This is an optimization exercise on Yosys and OpenROAD, whose aim is small area, a short achievable clock period and few clock cycles per item, not a production implementation. At most, simulation tests tie the RTL to the original design; equivalence was not proved. Power and IR drop assume default switching activity.

==> build 87: inputs <==
## bsc_launch
module bsc_launch (
    input  wire        clk,
    input  wire        rst,
    input  wire        start,
    output wire        ready,
    input  wire [63:0] inst_sec,
    input  wire [29:0] inst_ns,
    input  wire [63:0] anchor_sec,
    input  wire [29:0] anchor_ns,
    input  wire [31:0] anchor_frac,
    input  wire [95:0] anchor_bc,
    input  wire [63:0] rate,
    output reg         done,
    output reg  [95:0] launch
);
==> flow/config.mk <==
export PLATFORM = sky130hd
export DESIGN_NAME = bsc_launch
export DESIGN_NICKNAME = bsc_launch
export VERILOG_FILES = /design/flow/design.v
export SDC_FILE = /design/flow/constraint.sdc
export NUM_CORES = 4
export LEC_CHECK = 0
export CAP_MARGIN = 20
export CORE_MARGIN = 2
export CORE_UTILIZATION = 40
export SLEW_MARGIN = 20
==> flow/constraint.sdc <==
create_clock -name core_clock -period 16.0 [get_ports {clk}]
set_input_delay 3.2000 -clock core_clock [delete_from_list [all_inputs] [get_ports {clk}]]
set_output_delay 3.2000 -clock core_clock [all_outputs]
set_load 0.01 [all_outputs]
standard.sh (not shown) runs the stock make flow with config.mk's settings and CLKGATE_MAP_FILE= SYNTH_SCRIPT=/design/flow/synth_recipe.tcl, a recipe that flattens the netlist after the stock synthesis.
==> flow/flow/run.sh <==
#!/bin/bash
# Standard ORFS layout (the standard.sh, standard synthesis), with two
# changes to how the layout is made:
#  - ports are buffered with plain buffers instead of the smallest-area cell
#    buffer_ports picks (a delay cell);
#  - timing repair aims for extra setup slack, so that the layout is sized
#    for a shorter period than the 16 ns the constraints allow.
# The constraints (constraint.sdc) and every other step are unchanged.
set -euo pipefail
export SETUP_SLACK_MARGIN=11
export BUFFER_PORTS_ARGS="-buffer_cell sky130_fd_sc_hd__buf_2"
bash standard.sh > standard_flow.log 2>&1
==> build 92 (differences from build 87) <==
--- a/flow/design.v
+++ b/flow/design.v
@@ -10,13 +10,13 @@
     input  wire [31:0] anchor_frac,
     input  wire [95:0] anchor_bc,
     input  wire [63:0] rate,
     output reg         done,
     output reg  [95:0] launch
 );
-    reg         s_idle, s_sub, s_m12, s_m2, s_m3, s_aln, s_div, s_res, s_fin;
+    reg         s_idle, s_sub, s_m12, s_m2, s_m3, s_m4, s_aln, s_div, s_res, s_fin;
     reg  [6:0]  cnt;
     reg         neg;         
     reg         sg;          
     reg         rz;          
     reg         wneg;        
     reg  [4:0]  lz2;         
@@ -24,13 +24,14 @@
     reg  [66:0] ws;          
     reg  [66:0] wc;          
     reg  [2:0]  qr;          
     reg  [1:0]  nt;          
     reg  [95:0] t;           
     reg  [95:0] dq;          
-    assign ready = s_idle;
+    wire        cap  = s_idle | s_fin;
+    assign ready = cap;
     wire [66:0] xs   = {ws[64:0], nt};
     wire [66:0] xc   = {wc[64:0], 2'b00};
     wire signed [7:0] xe = xs[66:59] + xc[66:59];
     reg  signed [7:0] m2, m1, m0, mn;
     always @(*) begin
         case (dv[63:59])
@@ -69,34 +70,31 @@
     wire [2:0]  qd   = qp2 ? 3'd2 : qp1 ? 3'd1 : qz ? 3'd0 : qn1 ? 3'b111 : 3'b110;
     wire [66:0] mag  = ({67{qp2 | qn2}} & {2'b00, dv, 1'b0}) | ({67{qp1 | qn1}} & {3'b000, dv});
     wire        qpos = qp2 | qp1;
     wire [66:0] mq   = mag ^ {67{qpos}};
     wire [66:0] ws_nx = xs ^ xc ^ mq;
     wire [66:0] wc_nx = {(xs[65:0] & xc[65:0]) | (xs[65:0] & mq[65:0]) | (xc[65:0] & mq[65:0]), qpos};
-    wire        nm   = s_fin & neg;
-    wire [2:0]  qv   = nm ? (3'd0 - qr) : qr;
-    wire        tq   = s_div | (s_fin & ~rz);
+    wire        tq   = s_div | s_fin;
     wire        s_m  = s_m12 | s_m3;
-    wire [95:0] op_a = ({96{s_sub}} & t)
+    wire [95:0] op_a = ({96{s_sub | s_m4}} & t)
                      | ({96{s_m}}   & {t[85:0], 10'd0})
-                     | ({96{s_fin}} & launch);
+                     | ({96{s_fin}} & launch)
+                     | ({96{s_res}} & {29'd0, ws});
     wire [95:0] op_b = ({96{s_sub}} & ~{2'b00, dq[61:32], ws[63:0]})
                      | ({96{s_m}}   & ~{t[91:0], 4'd0})
-                     | ({96{tq}}    & ({t[93:0], 2'b00} ^ {96{nm}}));
+                     | ({96{tq}}    & {t[93:0], 2'b00})
+                     | ({96{s_m4}}  & {96{~sg}})
+                     | ({96{s_res}} & {29'd0, wc});
     wire [95:0] op_c = ({96{s_m}}   & ~{t[92:0], 3'd0})
-                     | ({96{tq}}    & {{93{qv[2]}}, qv})
-                     | ({96{s_res}} & {29'd0, ws});
-    wire [95:0] op_d = ({96{s_m3}}  & {{64{dq[63]}}, dq[63:32]})
-                     | ({96{s_res}} & {29'd0, wc});
-    wire        k1   = s_sub | s_m12 | s_m3 | (s_fin & ~rz & (neg | ~wneg));
-    wire        k2   = s_m12 | (s_m3 & sg) | (s_fin & ~rz & neg & wneg);
-    wire [95:0] s1   = op_a ^ op_b ^ op_c;
-    wire [95:0] c1   = {(op_a[94:0] & op_b[94:0]) | (op_a[94:0] & op_c[94:0]) | (op_b[94:0] & op_c[94:0]), k1};
-    wire [95:0] s2   = s1 ^ c1 ^ op_d;
-    wire [95:0] c2   = {(s1[94:0] & c1[94:0]) | (s1[94:0] & op_d[94:0]) | (c1[94:0] & op_d[94:0]), k2};
-    wire [95:0] msum = s2 + c2;
+                     | ({96{tq}}    & {{93{qr[2]}}, qr})
+                     | ({96{s_m4}}  & {{64{dq[63]}}, dq[63:32]});
+    wire        k1   = s_sub | s_m | (s_fin & ~(neg ^ wneg));
+    wire        k2   = s_m;
+    wire [95:0] s2   = op_a ^ op_b ^ op_c;
+    wire [95:0] c2   = {(op_a[94:0] & op_b[94:0]) | (op_a[94:0] & op_c[94:0]) | (op_b[94:0] & op_c[94:0]), k1};
+    wire [95:0] msum = s2 + c2 + {95'd0, k2};
     wire        c64  = msum[64] ^ t[64] ^ ~dq[32];
     wire        sgn  = t[95];
     wire [95:0] pp   = t ^ {96{sgn}};
     wire [31:0] ff   = dq[95:64] ^ {32{~sgn}};
     wire        cb   = ~sgn;
     wire        pfit = (pp[95:47] == 49'd0);
@@ -106,75 +104,78 @@
         if (rst) begin
             s_idle <= 1'b1;
             s_sub  <= 1'b0;
             s_m12  <= 1'b0;
             s_m2   <= 1'b0;
             s_m3   <= 1'b0;
+            s_m4   <= 1'b0;
             s_aln  <= 1'b0;
             s_div  <= 1'b0;
             s_res  <= 1'b0;
             s_fin  <= 1'b0;
             done   <= 1'b0;
         end else begin
             done   <= s_fin;
-            s_idle <= (s_idle & ~start) | s_fin;
-            s_sub  <= s_idle & start;
+            s_idle <= cap & ~start;
+            s_sub  <= cap & start;
             s_m12  <= s_sub | (s_m12 & ~s_m2);
             s_m2   <= s_m12 & ~s_m2;
             s_m3   <= s_m2;
-            s_aln  <= s_m3 | (s_aln & ~go);
+            s_m4   <= s_m3;
+            s_aln  <= s_m4 | (s_aln & ~go);
             s_div  <= (s_aln & nrm & ~rz) | (s_div & (cnt != 7'd0));
             s_res  <= s_div & (cnt == 7'd0);
             s_fin  <= (s_aln & rz) | s_res;
         end
     end
     always @(posedge clk) begin
-        if (s_idle) begin
+        if (cap) begin
             dv     <= rate;
             lz2    <= 5'd0;
             t      <= {2'b00, inst_ns, inst_sec};
-            dq     <= {anchor_frac, 2'b00, anchor_ns, 32'd0};
-            launch <= anchor_bc;
+            dq     <= {anchor_frac, 2'b00, anchor_ns, anchor_bc[95:64]};
         end
-        if (s_sub | s_m12 | s_m3 | s_aln) begin
+        if (s_sub | s_m12 | s_m3 | s_m4 | s_aln) begin
             if (dv[63:56] == 8'd0) begin
                 dv  <= {dv[55:0], 8'd0};
                 lz2 <= lz2 + 5'd4;
             end else if (dv[63:62] == 2'b00) begin
                 dv  <= {dv[61:0], 2'b00};
                 lz2 <= lz2 + 5'd1;
             end
         end
         if (s_sub) begin
+            launch    <= {dq[31:0], wc[63:0]};
             t         <= {{32{~c64}}, msum[63:0]};
             sg        <= ~c64;
             dq[63:32] <= msum[95:64];
             rz        <= (dv == 64'd0);
         end
-        if (s_m12 | s_m3 | (s_aln & go))
+        if (s_m12 | s_m3 | s_m4 | (s_aln & go))
             t <= msum;
         if (s_aln & go) begin
-            neg <= sgn;
-            qr  <= 3'd0;
+            neg  <= sgn & ~rz;
+            wneg <= 1'b1;
+            qr   <= 3'd0;
             if (pfit)
                 dq  <= {ff[15:0], {32{cb}}, 48'd0};
             else
                 dq  <= {pp[31:0], ff, {32{cb}}};
         end
         if (s_div) begin
-            qr  <= qd;
+            qr  <= neg ? 3'd0 - qd : qd;
             t   <= msum;
             dq  <= {dq[93:0], 2'b00};
         end
-        if (s_idle)
+        if (cap)
             ws <= {3'b000, anchor_sec};
         else if (s_aln)
             ws <= pfit ? {6'd0, pp[46:0], ff[31:18]} : {7'd0, pp[93:34]};
         else
             ws <= ws_nx;
-        wc  <= s_div ? wc_nx : 67'd0;
+        wc  <= cap ? {3'b000, anchor_bc[63:0]} : s_div ? wc_nx : 67'd0;
         nt  <= s_div ? dq[95:94] : (pfit ? ff[17:16] : pp[33:32]);
         cnt <= s_div ? cnt - 7'd1 : ({2'b00, lz2} + (pfit ? 7'd24 : 7'd48));
         if (s_res)
             wneg <= msum[66];
         if (s_fin)
             launch <= msum;
==> flow/flow/run.sh (replaced) <==
#!/bin/bash
# Standard ORFS layout (the standard.sh, standard synthesis), with two
# changes to how the layout is made:
#  - ports are buffered with plain buffers instead of the smallest-area cell
#    buffer_ports picks (a delay cell);
#  - timing repair aims for extra setup slack, so that the layout is sized
#    for a shorter period than the 16 ns the constraints allow.
# The constraints (constraint.sdc) and every other step are unchanged.
set -euo pipefail
export SETUP_SLACK_MARGIN=12
export BUFFER_PORTS_ARGS="-buffer_cell sky130_fd_sc_hd__buf_1"
bash standard.sh > standard_flow.log 2>&1
==> run notes <==
quantity	build 92	build 87
Run status	no timing/DRC/antenna violations	no timing/DRC/antenna violations
Met3 Resource Use GR	13.6%	14.9%
Worst setup path endpoint	launch[74]	launch[91]
Cell Count Post-Placement	6585	6722
Non-clock buffer area fraction after layout	14.5%	13.0%
Instance area after placement	46500 µm²	48000 µm²
Clock buf/inv share	3.65%	3.44%
Critical path startpoint	s_m4	rz
Worst Hold Margin	0.440 ns	0.427 ns
Slew headroom	26.1%	17.1%
Share of cells above drive strength 1	30.1%	35.4%
Post-Layout Inst Area	61000 µm²	62000 µm²
Count of TritonRoute iterations in the first routing pass	10	11
Worst R2R Setup Slack	10.85 ns	10.09 ns
Origin of the critical flop-to-flop path	s_m4	rz
Flip-flop and latch count after synthesis	539	522
Well-Tap Cells	1403	1488
Area share of the largest cell type after synthesis	20.4%	18.8%
Proportion of cell area occupied by multi-input gates	55.3%	56.4%
Flop+latch power	2.54 mW	2.39 mW
Cell with the largest stage delay on the worst path	sky130_fd_sc_hd__fa_2	sky130_fd_sc_hd__edfxtp_1
Pwr Density	209 nW/µm²	157 nW/µm²
Clock group power	1.59 mW	1.54 mW
Testbench counts of build 92, summed over its fixed seeds: cycles 46,096, items 1,280.
Function not checked in build 87: the RTL went through the layout flow alone.

==> afterwards: timing with drivers on the ports <==
How much do the figures lean on ideal ports? The routed layouts below were timed once more, with nothing changed but the port constraints. Step 1 (the two cells are an assumption about what drives the block):
set clk [get_ports {clk}]
set_driving_cell -lib_cell sky130_fd_sc_hd__clkbuf_16 $clk
set_driving_cell -lib_cell sky130_fd_sc_hd__buf_2 [delete_from_list [all_inputs] $clk]
Step 2 times the ports against the registers' clock, not the clock port: input delays grow and output delays shrink by t, the midpoint of the rising clock arrivals with the driver on. a / b / c = ideal / step 1 / step 2; a / b = the first two.
| run | shift t [ns] | setup WS [ns] | slew at the worst register clock pin (ns) |
|---|---|---|---|
| build 87 | 0.758 | 10.086 / 10.086 / 10.086 | 0.06 / 0.06 |
| build 92 | 0.738 | 10.849 / 10.849 / 10.849 | 0.07 / 0.07 |
After both steps every run listed still meets setup and hold.
